Context: an optimization exercise on an open-source flow, tuned for small area, a short achievable clock period and few clock cycles per item. The choices shown serve that exercise and are no tape-out recipe.
Only simulation tests tie the RTL to the original design; equivalence was not proved.

## before
// poly_stage
module poly_stage (
    input  wire        clk,
    input  wire        rst,         
    input  wire        in_valid,
    output wire        in_ready,
    input  wire [31:0] c0,
    input  wire [31:0] c1,
    input  wire [31:0] c2,
    input  wire [31:0] c3,
    input  wire [31:0] c4,
    input  wire [31:0] c5,
    input  wire [31:0] a,           
    input  wire        a_ok,        
    output reg         out_valid,
    output reg  [31:0] x,           
    output reg         x_ok,        
    output reg         num          
);
    reg [31:0]  e0_a, e1_a, e2_a, e3_a;
    reg [127:0] e0_c, e1_c, e2_c, e3_c;
    reg [31:0]  coef;                    
    reg         e0_ok, e1_ok, e2_ok, e3_ok;
    reg         e0_v, e1_v, e2_v, e3_v;
    reg [2:0]   e0_st, e1_st, e2_st, e3_st;     
    reg         ld1;                     
    reg         rdy;                     
    reg         nload;                   
    wire        load = !nload;
    wire e3_last = (e3_st == 3'd4);
    assign in_ready = rdy;
    reg  [31:0] y;                       
    wire [25:0] s1_hs, s1_hc;
    wire        s1_c22, s1_pl;
    wire [8:0]  s1_es;
    wire        s1_sy, s1_nan, s1_inf, s1_zero;
    fp_mul_s1 u_m1 (
        .a(y), .b(e0_a),
        .hs(s1_hs), .hc(s1_hc), .c22(s1_c22), .pl(s1_pl), .es(s1_es), .sy(s1_sy),
        .m_nan(s1_nan), .m_inf(s1_inf), .m_zero(s1_zero)
    );
    reg [25:0] p1_hs, p1_hc;
    reg        p1_c22, p1_pl;
    reg [8:0]  p1_es;
    reg        p1_sy, p1_nan, p1_inf, p1_zero;
  ...
For scale: about 5500 cells after synthesis, ~900 flip-flops, ~260 I/O pins, about 46000 um^2 of cells after synthesis.
==> module fp_add_s1, before the edit <==
module fp_add_s1 (
    input  wire [31:0] a,
    input  wire [31:0] b,
    output wire [27:0] sum,
    output wire        sp,
    output wire [7:0]  ep,
    output wire        k_nan,     
    output wire        k_inf,     
    output wire        k_zero,    
    output wire        k_sign
);
    wire        sa = a[31];
    wire        sb = b[31];
    wire [7:0]  ea = a[30:23];
    wire [7:0]  eb = b[30:23];
    wire [22:0] fa = a[22:0];
    wire [22:0] fb = b[22:0];
    wire a_zero = (ea == 8'd0);
    wire b_zero = (eb == 8'd0);
    wire a_inf  = (ea == 8'hFF) && (fa == 23'd0);
    wire b_inf  = (eb == 8'hFF) && (fb == 23'd0);
    wire a_nan  = (ea == 8'hFF) && (fa != 23'd0);
    wire b_nan  = (eb == 8'hFF) && (fb != 23'd0);
    wire [8:0]  dab  = {1'b0, ea} - {1'b0, eb};
    wire [7:0]  dba  = 8'd0 - dab[7:0];
    wire        e_lt = dab[8];                  
    wire        e_eq = (ea == eb);
    wire        f_lt = (fa < fb);
    wire        swap = e_lt || (e_eq && f_lt);
    assign sp = swap ? sb : sa;
    assign ep = swap ? eb : ea;
    wire [22:0] fp = swap ? fb : fa;
    wire   sq = swap ? sa : sb;
    wire   subtract = sp ^ sq;
    wire [7:0]  diff = e_lt ? dba : dab[7:0];
    wire [23:0] mx   = e_lt ? {1'b1, fa} : {1'b1, fb};
    wire [50:0] q_wide = {mx, 27'd0} >> diff;
    wire [26:0] q_sh = (diff > 8'd26) ? 27'd1 : {q_wide[50:25], |q_wide[24:0]};
    wire [26:0] q_eq = (e_eq && swap) ? {1'b1, fa, 3'b000} : q_sh;
    wire [26:0] q_al = (a_zero || b_zero) ? 27'd0 : q_eq;
    wire [27:0] mp28 = {1'b0, 1'b1, fp, 3'b000};
    assign sum = mp28 + ({1'b0, q_al} ^ {28{subtract}}) + {27'd0, subtract};
    assign k_nan  = a_nan || b_nan || (a_inf && b_inf && (sa != sb));
    assign k_inf  = a_inf || b_inf;
    assign k_zero = a_zero && b_zero;
    assign k_sign = a_inf ? sa : b_inf ? sb : (sa & sb);
endmodule
==> module poly_stage, before the edit <==
module poly_stage (
    input  wire        clk,
    input  wire        rst,         
    input  wire        in_valid,
    output wire        in_ready,
    input  wire [31:0] c0,
    input  wire [31:0] c1,
    input  wire [31:0] c2,
    input  wire [31:0] c3,
    input  wire [31:0] c4,
    input  wire [31:0] c5,
    input  wire [31:0] a,           
    input  wire        a_ok,        
    output reg         out_valid,
    output reg  [31:0] x,           
    output reg         x_ok,        
    output reg         num          
);
    reg [31:0]  e0_a, e1_a, e2_a, e3_a;
    reg [127:0] e0_c, e1_c, e2_c, e3_c;
    reg [31:0]  coef;                    
    reg         e0_ok, e1_ok, e2_ok, e3_ok;
    reg         e0_v, e1_v, e2_v, e3_v;
    reg [2:0]   e0_st, e1_st, e2_st, e3_st;     
    reg         ld1;                     
    reg         rdy;                     
    reg         nload;                   
    wire        load = !nload;
    wire e3_last = (e3_st == 3'd4);
    assign in_ready = rdy;
    reg  [31:0] y;                       
    wire [25:0] s1_hs, s1_hc;
    wire        s1_c22, s1_pl;
    wire [8:0]  s1_es;
    wire        s1_sy, s1_nan, s1_inf, s1_zero;
    fp_mul_s1 u_m1 (
        .a(y), .b(e0_a),
        .hs(s1_hs), .hc(s1_hc), .c22(s1_c22), .pl(s1_pl), .es(s1_es), .sy(s1_sy),
        .m_nan(s1_nan), .m_inf(s1_inf), .m_zero(s1_zero)
    );
    reg [25:0] p1_hs, p1_hc;
    reg        p1_c22, p1_pl;
    reg [8:0]  p1_es;
    reg        p1_sy, p1_nan, p1_inf, p1_zero;
    wire [31:0] s2_ya;
    fp_mul_s2 u_m2 (
        .hs(p1_hs), .hc(p1_hc), .c22(p1_c22), .pl(p1_pl), .es(p1_es), .sy(p1_sy),
        .m_nan(p1_nan), .m_inf(p1_inf), .m_zero(p1_zero),
        .y(s2_ya)
    );
    reg [31:0] p2_ya;
    wire [27:0] s3_sum;
    wire        s3_sp;
    wire [7:0]  s3_ep;
    wire        s3_knan, s3_kinf, s3_kzero, s3_ksign;
    fp_add_s1 u_a1 (
        .a(p2_ya), .b(coef),
        .sum(s3_sum), .sp(s3_sp), .ep(s3_ep),
        .k_nan(s3_knan), .k_inf(s3_kinf), .k_zero(s3_kzero), .k_sign(s3_ksign)
    );
    reg [27:0] p3_sum;
    reg        p3_sp;
    reg [7:0]  p3_ep;
    reg        p3_knan, p3_kinf, p3_kzero, p3_ksign;
    wire [31:0] s4_y;
    wire        s4_finite;
    fp_add_s2 u_a2 (
        .sum(p3_sum), .sp(p3_sp), .ep(p3_ep),
        .k_nan(p3_knan), .k_inf(p3_kinf), .k_zero(p3_kzero), .k_sign(p3_ksign),
        .y(s4_y), .finite(s4_finite)
    );
    wire res_ok = e3_ok && s4_finite;
    always @(posedge clk) begin
        p1_hs   <= s1_hs;
        p1_hc   <= s1_hc;
        p1_c22  <= s1_c22;
        p1_pl   <= s1_pl;
        p1_es   <= s1_es;
        p1_sy   <= s1_sy;
        p1_nan  <= s1_nan;
        p1_inf  <= s1_inf;
        p1_zero <= s1_zero;
        p2_ya   <= s2_ya;
        p3_sum   <= s3_sum;
        p3_sp    <= s3_sp;
        p3_ep    <= s3_ep;
        p3_knan  <= s3_knan;
        p3_kinf  <= s3_kinf;
        p3_kzero <= s3_kzero;
        p3_ksign <= s3_ksign;
        y <= load ? c5 : s4_y;
        coef <= (e1_st == 3'd0) ? c4 : e1_c[31:0];
        e1_a  <= e0_a;
        e1_c  <= e0_c;
        e1_ok <= e0_ok;
        e1_st <= e0_st;
        e2_a  <= e1_a;
        e2_c  <= e1_c;
        e2_ok <= e1_ok;
        e2_st <= e1_st;
        e3_a  <= e2_a;
        e3_c  <= {e2_c[31:0], e2_c[127:32]};
        e3_ok <= e2_ok;
        e3_st <= e2_st;
        if (load) begin
            e0_a  <= a;
            e0_c  <= {c1, c2, c3, c0};
            e0_ok <= a_ok;
            e0_st <= 3'd0;
        end else begin
            e0_a  <= e3_a;
            e0_c  <= e3_c;
            e0_ok <= e3_ok;
            e0_st <= e3_st + 3'd1;
        end
        x    <= res_ok ? s4_y : 32'd0;
        x_ok <= res_ok;
        num  <= e3_ok && !s4_finite;
        if (rst) begin
            e0_v      <= 1'b0;
            e1_v      <= 1'b0;
            e2_v      <= 1'b0;
            e3_v      <= 1'b0;
            ld1       <= 1'b0;
            rdy       <= 1'b0;
            nload     <= 1'b0;
            out_valid <= 1'b0;
        end else begin
            e0_v      <= load ? in_valid : (e3_v && !e3_last);
            e1_v      <= e0_v;
            e2_v      <= e1_v;
            e3_v      <= e2_v;
            ld1       <= load && in_valid;
            rdy       <= ld1;
            nload     <= (e2_v && (e2_st != 3'd4)) || (load && in_valid) || ld1;
            out_valid <= e3_v && e3_last;
        end
    end
endmodule
clock: 35.0 ns
lec_check: 0
abc_area: 1
cap_margin: 20
core_margin: 2
core_utilization: 40
place_density: 0.6
slew_margin: 20
standard.sh (not shown) runs the stock make flow with config.mk's settings and CLKGATE_MAP_FILE= SYNTH_SCRIPT=/design/flow/synth_recipe.tcl, a recipe that flattens the netlist after the stock synthesis.
==> flow/flow/run.sh <==
#!/bin/bash
# The standard layout, except that the port buffers are plain buf_1 cells
# rather than the delay buffers buffer_ports picks on its own.
set -euo pipefail
export BUFFER_PORTS_ARGS="-buffer_cell sky130_fd_sc_hd__buf_1"
bash standard.sh > standard.log 2>&1
Testbench counts of before, summed over its fixed seeds: cycles 40,088, items 8,000.
Input-level comparison between after and before:
diff --git a/flow/design.v b/flow/design.v
--- a/flow/design.v
+++ b/flow/design.v
@@ -1781,23 +1781,23 @@
     wire b_zero = (eb == 8'd0);
     wire a_inf  = (ea == 8'hFF) && (fa == 23'd0);
     wire b_inf  = (eb == 8'hFF) && (fb == 23'd0);
     wire a_nan  = (ea == 8'hFF) && (fa != 23'd0);
     wire b_nan  = (eb == 8'hFF) && (fb != 23'd0);
     wire [8:0]  dab  = {1'b0, ea} - {1'b0, eb};
-    wire [7:0]  dba  = 8'd0 - dab[7:0];
+    wire [8:0]  dba  = {1'b0, eb} - {1'b0, ea};
     wire        e_lt = dab[8];                  
     wire        e_eq = (ea == eb);
     wire        f_lt = (fa < fb);
     wire        swap = e_lt || (e_eq && f_lt);
     assign sp = swap ? sb : sa;
     assign ep = swap ? eb : ea;
     wire [22:0] fp = swap ? fb : fa;
     wire   sq = swap ? sa : sb;
     wire   subtract = sp ^ sq;
-    wire [7:0]  diff = e_lt ? dba : dab[7:0];
+    wire [7:0]  diff = e_lt ? dba[7:0] : dab[7:0];
     wire [23:0] mx   = e_lt ? {1'b1, fa} : {1'b1, fb};
     wire [50:0] q_wide = {mx, 27'd0} >> diff;
     wire [26:0] q_sh = (diff > 8'd26) ? 27'd1 : {q_wide[50:25], |q_wide[24:0]};
     wire [26:0] q_eq = (e_eq && swap) ? {1'b1, fa, 3'b000} : q_sh;
     wire [26:0] q_al = (a_zero || b_zero) ? 27'd0 : q_eq;
     wire [27:0] mp28 = {1'b0, 1'b1, fp, 3'b000};
@@ -1887,18 +1887,16 @@
     output reg         out_valid,
     output reg  [31:0] x,           
     output reg         x_ok,        
     output reg         num          
 );
     reg [31:0]  e0_a, e1_a, e2_a, e3_a;
-    reg [127:0] e0_c, e1_c, e2_c, e3_c;
-    reg [31:0]  coef;                    
+    reg [159:0] e0_c, e1_c, e2_c, e3_c;
     reg         e0_ok, e1_ok, e2_ok, e3_ok;
     reg         e0_v, e1_v, e2_v, e3_v;
     reg [2:0]   e0_st, e1_st, e2_st, e3_st;     
-    reg         ld1;                     
     reg         rdy;                     
     reg         nload;                   
     wire        load = !nload;
     wire e3_last = (e3_st == 3'd4);
     assign in_ready = rdy;
     reg  [31:0] y;                       
@@ -1924,13 +1922,13 @@
     reg [31:0] p2_ya;
     wire [27:0] s3_sum;
     wire        s3_sp;
     wire [7:0]  s3_ep;
     wire        s3_knan, s3_kinf, s3_kzero, s3_ksign;
     fp_add_s1 u_a1 (
-        .a(p2_ya), .b(coef),
+        .a(p2_ya), .b(e2_c[31:0]),
         .sum(s3_sum), .sp(s3_sp), .ep(s3_ep),
         .k_nan(s3_knan), .k_inf(s3_kinf), .k_zero(s3_kzero), .k_sign(s3_ksign)
     );
     reg [27:0] p3_sum;
     reg        p3_sp;
     reg [7:0]  p3_ep;
@@ -1959,28 +1957,27 @@
         p3_ep    <= s3_ep;
         p3_knan  <= s3_knan;
         p3_kinf  <= s3_kinf;
         p3_kzero <= s3_kzero;
         p3_ksign <= s3_ksign;
         y <= load ? c5 : s4_y;
-        coef <= (e1_st == 3'd0) ? c4 : e1_c[31:0];
         e1_a  <= e0_a;
         e1_c  <= e0_c;
         e1_ok <= e0_ok;
         e1_st <= e0_st;
         e2_a  <= e1_a;
         e2_c  <= e1_c;
         e2_ok <= e1_ok;
         e2_st <= e1_st;
         e3_a  <= e2_a;
-        e3_c  <= {e2_c[31:0], e2_c[127:32]};
+        e3_c  <= {e2_c[159:128], e2_c[159:32]};
         e3_ok <= e2_ok;
         e3_st <= e2_st;
         if (load) begin
             e0_a  <= a;
-            e0_c  <= {c1, c2, c3, c0};
+            e0_c  <= {c0, c1, c2, c3, c4};
             e0_ok <= a_ok;
             e0_st <= 3'd0;
         end else begin
             e0_a  <= e3_a;
             e0_c  <= e3_c;
             e0_ok <= e3_ok;
@@ -1991,22 +1988,20 @@
         num  <= e3_ok && !s4_finite;
         if (rst) begin
             e0_v      <= 1'b0;
             e1_v      <= 1'b0;
             e2_v      <= 1'b0;
             e3_v      <= 1'b0;
-            ld1       <= 1'b0;
-            rdy       <= 1'b0;
+            rdy       <= 1'b1;
             nload     <= 1'b0;
             out_valid <= 1'b0;
         end else begin
-            e0_v      <= load ? in_valid : (e3_v && !e3_last);
+            e0_v      <= load ? in_valid : e3_v;
             e1_v      <= e0_v;
             e2_v      <= e1_v;
             e3_v      <= e2_v;
-            ld1       <= load && in_valid;
-            rdy       <= ld1;
-            nload     <= (e2_v && (e2_st != 3'd4)) || (load && in_valid) || ld1;
+            rdy       <= !e2_v || (e2_st == 3'd4);
+            nload     <= e2_v && (e2_st != 3'd4);
             out_valid <= e3_v && e3_last;
         end
     end
 endmodule
## What came out
- Higher mean number of vias per cell goes to before over after.
- The basic-gate share of the synthesized area counting and, or, nand and nor cells number comes out lower for after vs before.
- From before to after the numbers moved as follows: timing-limited maximum frequency flat; area used by multi-input combinational logic down about 0.8%.
- Relative to before, met3 wire length decreased by 1400 um in after.
Testbench counts of after, summed over its fixed seeds: cycles 40,040, items 8,000.

[afterwards: timing with drivers on the ports]
The flow's constraints put no driver on any port. The routed layouts listed below were extracted and timed again, unchanged, in two steps. Step 1: set_driving_cell puts a clkbuf_16 on clk and a buf_2 on each other input, an assumption about the parent block. Step 2 moves the port delays by t, midway between the first and last clock arrival at a register: inputs arrive t later, outputs are due t later. That takes back most of the time a late clock gives input paths. Three values: ideal, step 1, step 2; two values: the first two.
| run | shift t [ns] | setup slack, ns | pins driven straight from the clock port |
|---|---|---|---|
| before | 0.736 | 26.846 / 26.773 / 27.296 | 1 |
| after | 0.748 | 26.856 / 26.784 / 27.390 | 1 |
After both steps every run listed still meets setup and hold.
